What follows belongs to an exercise in optimizing a design on an open flow for small area, a short achievable clock period and few clock cycles per item; a production flow would make more cautious choices.
In this exercise RTL edits were held to simulation tests only and were not proved equivalent to the original.

## red
## intake_corr
module intake_corr (
    input  wire        clk,
    input  wire        rst,
    input  wire [15:0] cfg_gain_l,
    input  wire [15:0] cfg_gain_s,
    input  wire [15:0] cfg_ratio,
    input  wire [15:0] cfg_satlo,
    input  wire [3:0]  cfg_bw,
    input  wire [3:0]  cfg_os,
    input  wire [3:0]  cfg_gs,
    input  wire        in_valid,
    output wire        in_ready,
    input  wire [15:0] in_long,
    input  wire [15:0] in_short,
    input  wire [15:0] in_dark,
    input  wire [15:0] in_gain,
    output wire        out_valid,
    input  wire        out_ready,
    output wire [15:0] out_pix
);
For scale: roughly 4900 cells after synthesis, about 160 I/O pins.
Settings: LEC_CHECK=0, CAP_MARGIN=20, CORE_MARGIN=2, CORE_UTILIZATION=40, SLEW_MARGIN=20, SYNTH_HIERARCHICAL=1, SYNTH_MINIMUM_KEEP_SIZE=0; clock period 22.0 ns.
standard.sh (not shown) runs the stock make flow with config.mk's settings and CLKGATE_MAP_FILE= SYNTH_SCRIPT=/design/flow/synth_recipe.tcl, a recipe that flattens the netlist after the stock synthesis.
==> flow/flow/run.sh <==
#!/bin/bash
# The standard layout (standard.sh: the standard flow's synthesis and ORFS flow, unchanged
# settings), with ORFS's timing repair asked to keep 15 ns of setup slack at
# the design's 22 ns clock, so that it speeds up the slowest paths.
set -eo pipefail
bash standard.sh SETUP_SLACK_MARGIN=15 finish > standard.log 2>&1
red did not stop at any stage, and its layout met the timing, design-rule and antenna checks.
Testbench counts of red, summed over its fixed seeds: cycles 65,612, items 64,000.
Inputs modified between red and blue:
==> flow/flow/run.sh <==
#!/bin/bash
# The standard layout (standard.sh: the standard flow's synthesis and ORFS flow, unchanged
# settings), with ORFS's timing repair asked to keep 16 ns of setup slack at
# the design's 22 ns clock, so that it speeds up the slowest paths.
set -eo pipefail
bash standard.sh SETUP_SLACK_MARGIN=16 finish > standard.log 2>&1
Notes after the runs:
- Compared with red, blue degrades global-route wire length before repair.
- The highest routing layer actually used comes out met4 in one run and met5 in the other, namely in blue and red respectively.
- Looking at total stage count of the critical path, blue sits 17 higher than red does.
- Between red and blue, setup slack of the critical path after layout increased.
- blue vs red, multi-input combinational area share went down by 0.99 points.
- When blue is set beside red, its synthesis-to-finish area growth turns out to be 8.9 points larger.
- blue vs red, buffer count excluding the clock tree in the final layout went up by 76%.
- Per the comparison of blue with red, post-layout instance count excluding filler cells rose by 3.2%.
- Share of the cycle needed by the critical path after routing, blue and red: lower on blue

========
old:
intake_corr, a different RTL version from the one above (not shown whole).
Size in the first run: ~4,700 cells after synthesis.
// intake_corr
module intake_corr (
    input  wire        clk,
    input  wire        rst,
    input  wire [15:0] cfg_gain_l,
    input  wire [15:0] cfg_gain_s,
    input  wire [15:0] cfg_ratio,
    input  wire [15:0] cfg_satlo,
    input  wire [3:0]  cfg_bw,
    input  wire [3:0]  cfg_os,
    input  wire [3:0]  cfg_gs,
    input  wire        in_valid,
    output wire        in_ready,
    input  wire [15:0] in_long,
    input  wire [15:0] in_short,
    input  wire [15:0] in_dark,
    input  wire [15:0] in_gain,
    output wire        out_valid,
    input  wire        out_ready,
    output wire [15:0] out_pix
);
    reg [15:0] c_gl, c_gs, c_satlo;
    reg [3:0]  c_bw, c_os, c_gsh;
    reg [7:0]  c_rl;       
    reg [14:0] c_rflat;    
    always @(posedge clk) begin
        c_gl    <= cfg_gain_l;
        c_gs    <= cfg_gain_s;
        c_satlo <= cfg_satlo;
        c_bw    <= cfg_bw;
        c_os    <= cfg_os;
        c_gsh   <= cfg_gs;
        c_rl    <= (9'd1 << cfg_os) >> 1;
        c_rflat <= (16'd1 << cfg_gs) >> 1;
    end
    wire [8:0]  c_osh  = 9'd1 << c_os;                     
    wire [8:0]  c_osk  = 9'h1FF << c_os;                   
    wire [15:0] c_gsk  = 16'hFFFF << c_gsh;                
    wire [15:0] himask = 16'hFFFF << c_bw;                 
    wire [3:0]  c_wsh  = 4'd12 - c_bw;
    wire [15:0] c_r7m  = {~c_osk, 7'h7F};                  
    wire [27:0] c_r19  = {c_osh, 19'd0} | 28'd2048;        
    reg        en;                  
    reg        v0, v1, v2, v3;      
    reg        va, vb;              
    reg        bl2;                 
    reg  [1:0] bs;                  
    wire       bl1;
    wire       push = en && v3;
    wire       pop  = va && out_ready;
    wire       nva  = (!va || pop) ? (vb || push) : 1'b1;
    wire       nvb  = (!va || pop) ? 1'b0 : (vb || push);
    wire       bwork = v2 && bl2 && (bs != 2'd2);
    wire [1:0] nbs  = en ? 2'd0 : (bwork ? bs + 2'd1 : bs);
    wire       nv2  = en ? v1 : v2;
    wire       nbl  = en ? bl1 : bl2;
    wire       nstall = nv2 && nbl && (nbs != 2'd2);
    always @(posedge clk) begin
        if (rst) begin
            {v0, v1, v2, v3} <= 4'd0;
            va <= 1'b0;
            vb <= 1'b0;
            en <= 1'b1;
            bs <= 2'd0;
        end else begin
  ...
Settings: LEC_CHECK=0, CAP_MARGIN=20, CORE_MARGIN=2, CORE_UTILIZATION=55, SLEW_MARGIN=20, SYNTH_HIERARCHICAL=1, SYNTH_MINIMUM_KEEP_SIZE=0; clock period 22.0 ns.
==> flow/flow/run.sh <==
#!/bin/bash
# The standard layout (standard.sh: the standard flow's synthesis and ORFS flow, unchanged
# settings), with ORFS's timing repair asked to keep 16 ns of setup slack at
# the design's 22 ns clock, so that it speeds up the slowest paths.
set -eo pipefail
bash standard.sh SETUP_SLACK_MARGIN=16 finish > standard.log 2>&1
old finished every step from synthesis to the final layout, and the layout passed the timing, design-rule and antenna checks.
Testbench counts of old, summed over its fixed seeds: cycles 65,612, items 64,000.
For new, these inputs were changed with respect to old:
==> flow/flow/run.sh <==
#!/bin/bash
# The standard layout (standard.sh: the standard flow's synthesis and ORFS flow, unchanged
# settings), with ORFS's timing repair asked to keep 15.25 ns of setup slack at
# the design's 22 ns clock, so that it speeds up the slowest paths.
set -eo pipefail
bash standard.sh SETUP_SLACK_MARGIN=15.25 finish > standard.log 2>&1
Findings:
Diff new..old | overall die area | unchanged. Delta (new minus old): biggest cell delay along the critical path has remained practically unchanged. Delta (new minus old): area taken by flip-flops and latches -46 sq um, wire length of the first global-routing pass -2.0%, register fraction of the total cell area +0.84 points, fraction of the cycle the final worst path needs +0.76 points. new against old: final cell count went down; design area went down about 5%.

========
intake_corr again, from the RTL that the note above started with.
clock: 22.0 ns
lec_check: 0
cap_margin: 20
core_margin: 2
core_utilization: 55
slew_margin: 20
synth_hierarchical: 1
synth_minimum_keep_size: 0
==> flow/flow/run.sh <==
#!/bin/bash
# The standard layout (standard.sh: the standard flow's synthesis and ORFS flow, unchanged
# settings), with ORFS's timing repair asked to keep 15.75 ns of setup slack at
# the design's 22 ns clock, so that it speeds up the slowest paths.
set -eo pipefail
bash standard.sh SETUP_SLACK_MARGIN=15.75 finish > standard.log 2>&1
The baseline ran to the end with no violations.
Testbench counts at the start, summed over its fixed seeds: cycles 65,612, items 64,000.
Then changed:
==> flow/flow/run.sh (replaced) <==
#!/bin/bash
# The standard layout (standard.sh: the standard flow's synthesis and ORFS flow, unchanged
# settings), with ORFS's timing repair asked to keep 15.5 ns of setup slack at
# the design's 22 ns clock, so that it speeds up the slowest paths.
set -eo pipefail
bash standard.sh SETUP_SLACK_MARGIN=15.5 finish > standard.log 2>&1
Result:
- synthesized area is unchanged
- worst hold slack improves by 0.0091 ns
- non-clock buffer count went down by 81
- cell area goes down by about 3%
- clock-buffer cell count fell by 5
- sequential share of layout area rises by 0.50 points
- synthesized cell count is unchanged
- wire length falls by about 2.3%
- global-route usage decreases by 0.76 points

========
Another version of the RTL of intake_corr (not shown whole).
Size: roughly 4800 cells after synthesis.
==> flow/config.mk <==
export PLATFORM = sky130hd
export DESIGN_NAME = intake_corr
export DESIGN_NICKNAME = intake_corr
export VERILOG_FILES = /design/flow/design.v
export SDC_FILE = /design/flow/constraint.sdc
export NUM_CORES = 4
export LEC_CHECK = 0
export CAP_MARGIN = 20
export CORE_MARGIN = 2
export CORE_UTILIZATION = 55
export PLACE_DENSITY = 0.75
export SLEW_MARGIN = 20
export SYNTH_HIERARCHICAL = 1
export SYNTH_MINIMUM_KEEP_SIZE = 0
==> flow/constraint.sdc <==
create_clock -name core_clock -period 22.0 [get_ports {clk}]
set_input_delay 4.4000 -clock core_clock [delete_from_list [all_inputs] [get_ports {clk}]]
set_output_delay 4.4000 -clock core_clock [all_outputs]
set_load 0.01 [all_outputs]
==> flow/flow/run.sh <==
#!/bin/bash
# The standard layout (standard.sh: the standard flow's synthesis and ORFS flow, unchanged
# settings), with ORFS's timing repair asked to keep 15.5 ns of setup slack at
# the design's 22 ns clock, so that it speeds up the slowest paths.
set -eo pipefail
bash standard.sh SETUP_SLACK_MARGIN=15.5 finish > standard.log 2>&1
The starting point ran to the end with no violations.
Testbench counts at the start, summed over its fixed seeds: cycles 65,612, items 64,000.
Edit:
==> flow/flow/run.sh (replaced) <==
#!/bin/bash
# The standard layout (standard.sh: the standard flow's synthesis and ORFS flow, unchanged
# settings), with ORFS's timing repair asked to keep 15 ns of setup slack at
# the design's 22 ns clock, so that it speeds up the slowest paths.
set -eo pipefail
bash standard.sh SETUP_SLACK_MARGIN=15 finish > standard.log 2>&1
- PLACE_DENSITY: 0.75 -> not set
Effect: The changed run finished clean. Synthesized cell count does not change. Routed wire length hardly moves. Cell count came out lower by about 1.2%. Worst hold slack is about the same. Via count came out lower by 3.3%.

========
intake_corr again, from the RTL that the note above started with.
clock: 22.0 ns
lec_check: 0
cap_margin: 10
core_margin: 2
core_utilization: 55
slew_margin: 10
synth_hierarchical: 1
synth_minimum_keep_size: 0
==> flow/flow/run.sh <==
#!/bin/bash
# The standard layout (standard.sh: the standard flow's synthesis and ORFS flow, unchanged
# settings), with ORFS's timing repair asked to keep 15.5 ns of setup slack at
# the design's 22 ns clock, so that it speeds up the slowest paths.
set -eo pipefail
bash standard.sh SETUP_SLACK_MARGIN=15.5 finish > standard.log 2>&1
Testbench counts at the start, summed over its fixed seeds: cycles 65,612, items 64,000.
Change:
==> flow/flow/run.sh (replaced) <==
#!/bin/bash
# The standard layout (standard.sh: the standard flow's synthesis and ORFS flow, unchanged
# settings), with ORFS's timing repair asked to keep 14 ns of setup slack at
# the design's 22 ns clock, so that it speeds up the slowest paths.
set -eo pipefail
bash standard.sh SETUP_SLACK_MARGIN=14 finish > standard.log 2>&1
- CAP_MARGIN: 10 -> 20
- SLEW_MARGIN: 10 -> 20
After rerunning: Clock-buffer cell count came out lower by 7; non-clock buffer count came out lower by 186; flip-flop and latch count does not change; setup slack got worse by 770 ps; first-iteration DRC count came out lower by about 2.6%; final area came out lower by 5.4%; sequential share of layout area came out higher by 0.99 points; via count came out lower by about 4%; core utilization came out lower by 3.4 points.

## port drivers added, routing unchanged
In the flow no input, the clock included, has a driving cell. The finished layouts below were timed again as built, in two steps.
Step 1 (the two cells are an assumption about what drives the block):
set clk [get_ports {clk}]
set_driving_cell -lib_cell sky130_fd_sc_hd__clkbuf_16 $clk
set_driving_cell -lib_cell sky130_fd_sc_hd__buf_2 [delete_from_list [all_inputs] $clk]
Step 2, shift: input delay + t, output delay - t, t = (earliest + latest rising clock arrival at the registers) / 2. This alone moves slack from input paths to output paths.
Three values: ideal, step 1, step 2; two values: the first two.
run | t (ns) | slack for setup (ns) | latest minus earliest clock arrival (ns) | worst data-port slew with drivers (ns)
red | 0.736 | 15.180 / 15.103 / 15.188 | 0.093 / 0.094 | 0.08
blue | 0.741 | 15.499 / 15.499 / 15.499 | 0.052 / 0.052 | 0.10
old | 0.701 | 15.553 / 15.553 / 15.553 | 0.085 / 0.085 | 0.18
new | 0.712 | 15.387 / 15.387 / 15.387 | 0.037 / 0.038 | 0.10
the first run of note 3 | 0.714 | 15.497 / 15.497 / 15.497 | 0.037 / 0.036 | 0.09
the second run of note 3 | 0.719 | 15.446 / 15.379 / 15.446 | 0.022 / 0.022 | 0.11
the first run of note 4 | 0.710 | 15.515 / 15.515 / 15.515 | 0.028 / 0.027 | 0.11
the second run of note 4 | 0.714 | 15.231 / 15.170 / 15.231 | 0.035 / 0.035 | 0.12
the first run of note 5 | 0.730 | 15.527 / 15.499 / 15.527 | 0.037 / 0.038 | 0.12
the second run of note 5 | 0.712 | 14.755 / 14.755 / 14.755 | 0.031 / 0.032 | 0.10
After both steps setup and hold are still met in every run listed.
